This design comes from an exercise in tuning for small area, a short achievable clock period and few clock cycles on the open sky130 flow, not from production work. Power is estimated from default activity; no workload was simulated.

red:
// pass_comparator
module pass_comparator (
    input  wire        clk,
    input  wire        rst,
    input  wire        start,
    input  wire        coded,
    input  wire [1:0]  trap,
    input  wire [1:0]  trap_tag,
    input  wire [7:0]  p_len,
    input  wire [7:0]  k_len,
    output wire        ready,
    output reg         rd_en,
    output wire [6:0]  rd_addr,
    input  wire [63:0] p_value,
    input  wire [19:0] p_lii,
    input  wire [1:0]  p_tag,
    input  wire [63:0] k_value,
    input  wire [19:0] k_lii,
    input  wire [1:0]  k_tag,
    output reg         done,
    output reg  [3:0]  verdict,
    output wire [7:0]  word,
    output wire [63:0] sig
);
    localparam [1:0] TAG_BITS = 2'd0, TAG_INT = 2'd1, TAG_REAL64 = 2'd2, TAG_REAL32 = 2'd3;
    localparam [3:0] V_PASS       = 4'h0,
                     V_VALUE      = 4'h1,
                     V_CODE       = 4'h2,
                     V_INT_RANGE  = 4'h3,
                     V_REAL_RANGE = 4'h4,
                     V_REAL_NAN   = 4'h5,
                     V_LENGTH     = 4'h6,
                     V_INDEX      = 4'h7,
                     V_CODE_TRAP  = 4'h8,
                     V_RESIDUE    = 4'h9;
    localparam [63:0] CRC_POLY = 64'h42F0_E1EB_A9EA_3693;
    reg         busy;         
    reg         md;           
    reg  [4:0]  mcnt;
    reg  [6:0]  a;            
    reg  [7:0]  n;            
    reg         chk_valid;    
    reg         full;         
    reg         wvalid;       
    reg  [63:0] ncrc;         
    reg  [16:0] r;            
    assign ready   = !busy;
    assign rd_addr = a;
    assign word    = wvalid ? {1'b0, a} : 8'hFF;
    assign sig     = ncrc;
    wire [63:0] p = p_value;
    wire [63:0] k = k_value;
    wire        is_int = (p_tag == TAG_INT);
    wire        is_real = p_tag[1];
    wire        is64   = !p_tag[0];                  
    wire [10:0] e64    = p[62:52];
    wire [7:0]  e32    = p[30:23];
  ...
Size: about 2900 cells after synthesis, about 120 flip-flops, roughly 280 I/O pins, about 23000 µm² of cells after synthesis.
Settings: LEC_CHECK=0, CAP_MARGIN=20, CORE_MARGIN=2, CORE_UTILIZATION=40, SLEW_MARGIN=20, SYNTH_HIERARCHICAL=1; clock period 70.0 ns.
standard.sh (not shown) runs the stock make flow with config.mk's settings and CLKGATE_MAP_FILE= SYNTH_SCRIPT=/design/flow/synth_recipe.tcl, a recipe that flattens the netlist after the stock synthesis.
==> flow/flow/run.sh <==
#!/bin/bash
# The standard layout (standard.sh), with every input and output port
# buffered by a plain buffer cell instead of the one buffer_ports picks itself.
set -euo pipefail
bash standard.sh synth > synth.log 2>&1
BUFFER_PORTS_ARGS="-buffer_cell sky130_fd_sc_hd__buf_1" bash standard.sh > layout.log 2>&1
red | stages: all done | timing, DRC, antenna: all pass
--- input diff red..blue ---
==> flow/run.sh (new file) <==
#!/bin/bash
# synth_recipe.tcl (not shown) runs the flow's synth.tcl, then flattens the netlist and writes it again
# the make line also repeats each setting of config.mk as NAME=value (left out here)
make -C /OpenROAD-flow-scripts/flow DESIGN_CONFIG=/design/flow/config.mk WORK_HOME=/design/flow/orfs CLKGATE_MAP_FILE= SYNTH_SCRIPT=/design/flow/synth_recipe.tcl finish
removed: flow/flow/run.sh
removed: flow/standard.sh
[summary]
Compared to red, blue reaches a lower achievable clock. blue vs. red: met1 track demand over resource picked up an extra 1.4 points; growth of design area from synthesis to finish now sits higher; average wire per standard cell higher; routed wire length saw an increase.
No functional check of the RTL was part of any run of this note.

JK:
Another version of the RTL of pass_comparator (not shown whole).
For scale: about 2900 cells after synthesis, ~230 flip-flops, ~280 I/O pins, about 24000 sq um of cells after synthesis.
export LEC_CHECK = 0
export CAP_MARGIN = 20
export CORE_MARGIN = 2
export CORE_UTILIZATION = 40
export SLEW_MARGIN = 20
export SYNTH_HIERARCHICAL = 1
create_clock -name core_clock -period 70.0 [get_ports {clk}]
==> flow/flow/run.sh <==
#!/bin/bash
# The standard layout (standard.sh, its synthesis unchanged), with two
# changes to how the layout is made:
# - every input and output port is buffered by a plain buf_1 (repair may
#   resize it) instead of the delay buffer buffer_ports picks by itself;
set -euo pipefail
bash standard.sh synth > synth.log 2>&1
export BUFFER_PORTS_ARGS="-buffer_cell sky130_fd_sc_hd__buf_1"
export SETUP_SLACK_MARGIN=54.9
bash standard.sh floorplan > floorplan.log 2>&1
bash standard.sh place > place.log 2>&1
bash standard.sh cts > cts.log 2>&1
bash standard.sh route > route.log 2>&1
bash standard.sh finish > finish.log 2>&1
Here is what was changed in the inputs of MS compared with JK.
==> flow/flow/run.sh <==
#!/bin/bash
# The standard layout (standard.sh, its synthesis unchanged), except that
# every input and output port is buffered by a plain buf_1 (repair may resize
# it) instead of the delay buffer buffer_ports picks by itself.
# Each step's full output goes to a log file of its own here.
set -euo pipefail
bash standard.sh synth > synth.log 2>&1
export BUFFER_PORTS_ARGS="-buffer_cell sky130_fd_sc_hd__buf_1"
bash standard.sh floorplan > floorplan.log 2>&1
bash standard.sh place > place.log 2>&1
bash standard.sh cts > cts.log 2>&1
bash standard.sh route > route.log 2>&1
bash standard.sh finish > finish.log 2>&1
==> summary.txt <==
- [compare] base=JK new=MS: final area shows a reduction of 3.9%, detailed route wirelength on metal2 shows a reduction of 1300 microns, number of clock buffers inserted by TritonCTS shows a reduction of 1, post-detailed-routing wire length shows a reduction of 0.72%.
- [compare] base=JK new=MS: power density of the placed cells now larger, via count of the first global-routing pass comparable, global-route usage comparable.
- Diff MS..JK | relative contribution of combinational cells to total power | negligible
- From JK to MS the numbers moved as follows: wire length per cell after detailed routing went up 0.15 microns, setup slack went down 0.24 ns, clock group share of total power went up 0.2 points.
Edits applied to the flow inputs when going from MS to AL:
# MS
export LEC_CHECK = 0
export CAP_MARGIN = 20
export CORE_MARGIN = 2
export CORE_UTILIZATION = 40
export SLEW_MARGIN = 20
export SYNTH_HIERARCHICAL = 1
create_clock -name core_clock -period 70.0 [get_ports {clk}]
# AL
export LEC_CHECK = 0
export CAP_MARGIN = 20
export CORE_MARGIN = 2
export CORE_UTILIZATION = 40
export GPL_TIMING_DRIVEN = 0
export SLEW_MARGIN = 20
export SYNTH_HIERARCHICAL = 1
create_clock -name core_clock -period 70.0 [get_ports {clk}]
Diff MS and AL: worst slack at placement higher in AL
For the wire length on met1, AL came in 160 microns lower than MS did.
Against MS, AL reports a delay of the slowest critical-path stage that is higher.
The multi-input gate share of total cell area number comes out lower for MS vs AL.
No run of this note included a check of the RTL's function; only the layout flow was run.

-- port drivers added, routing unchanged --
Ports are ideal in the flow. The routed layouts listed here were re-timed in OpenROAD.
Step 1 sets driving cells, clkbuf_16 on the clock port and buf_2 on the other inputs (assumed; they add their load-dependent delay and slew).
Step 2 adds t to the input delays and takes it off the output delays; t is the mean of the earliest and latest rising clock arrival at the registers after step 1. Input paths then give back, and output paths get back, about the clock's delay inside the block.
a / b / c = no drivers / after step 1 / after step 2; a / b = the first two.
run | t, ns | setup slack, ns | worst setup path at the end | clock arrival spread, ns
red | 0.544 | 47.982 / 48.022 / 47.478 | input to register | 0.023 / 0.023
blue | 0.522 | 47.597 / 47.619 / 47.097 | input to register | 0.019 / 0.019
JK | 0.675 | 54.788 / 54.722 / 54.348 | input to register | 0.015 / 0.015
MS | 0.660 | 54.544 / 54.479 / 53.984 | input to register | 0.025 / 0.026
AL | 0.673 | 54.387 / 54.328 / 54.051 | input to register | 0.048 / 0.048
After both steps setup and hold are still met in every run listed. For MS, which loses most, drivers alone change the setup slack by -0.065 ns; drivers and shift together by -0.560 ns.
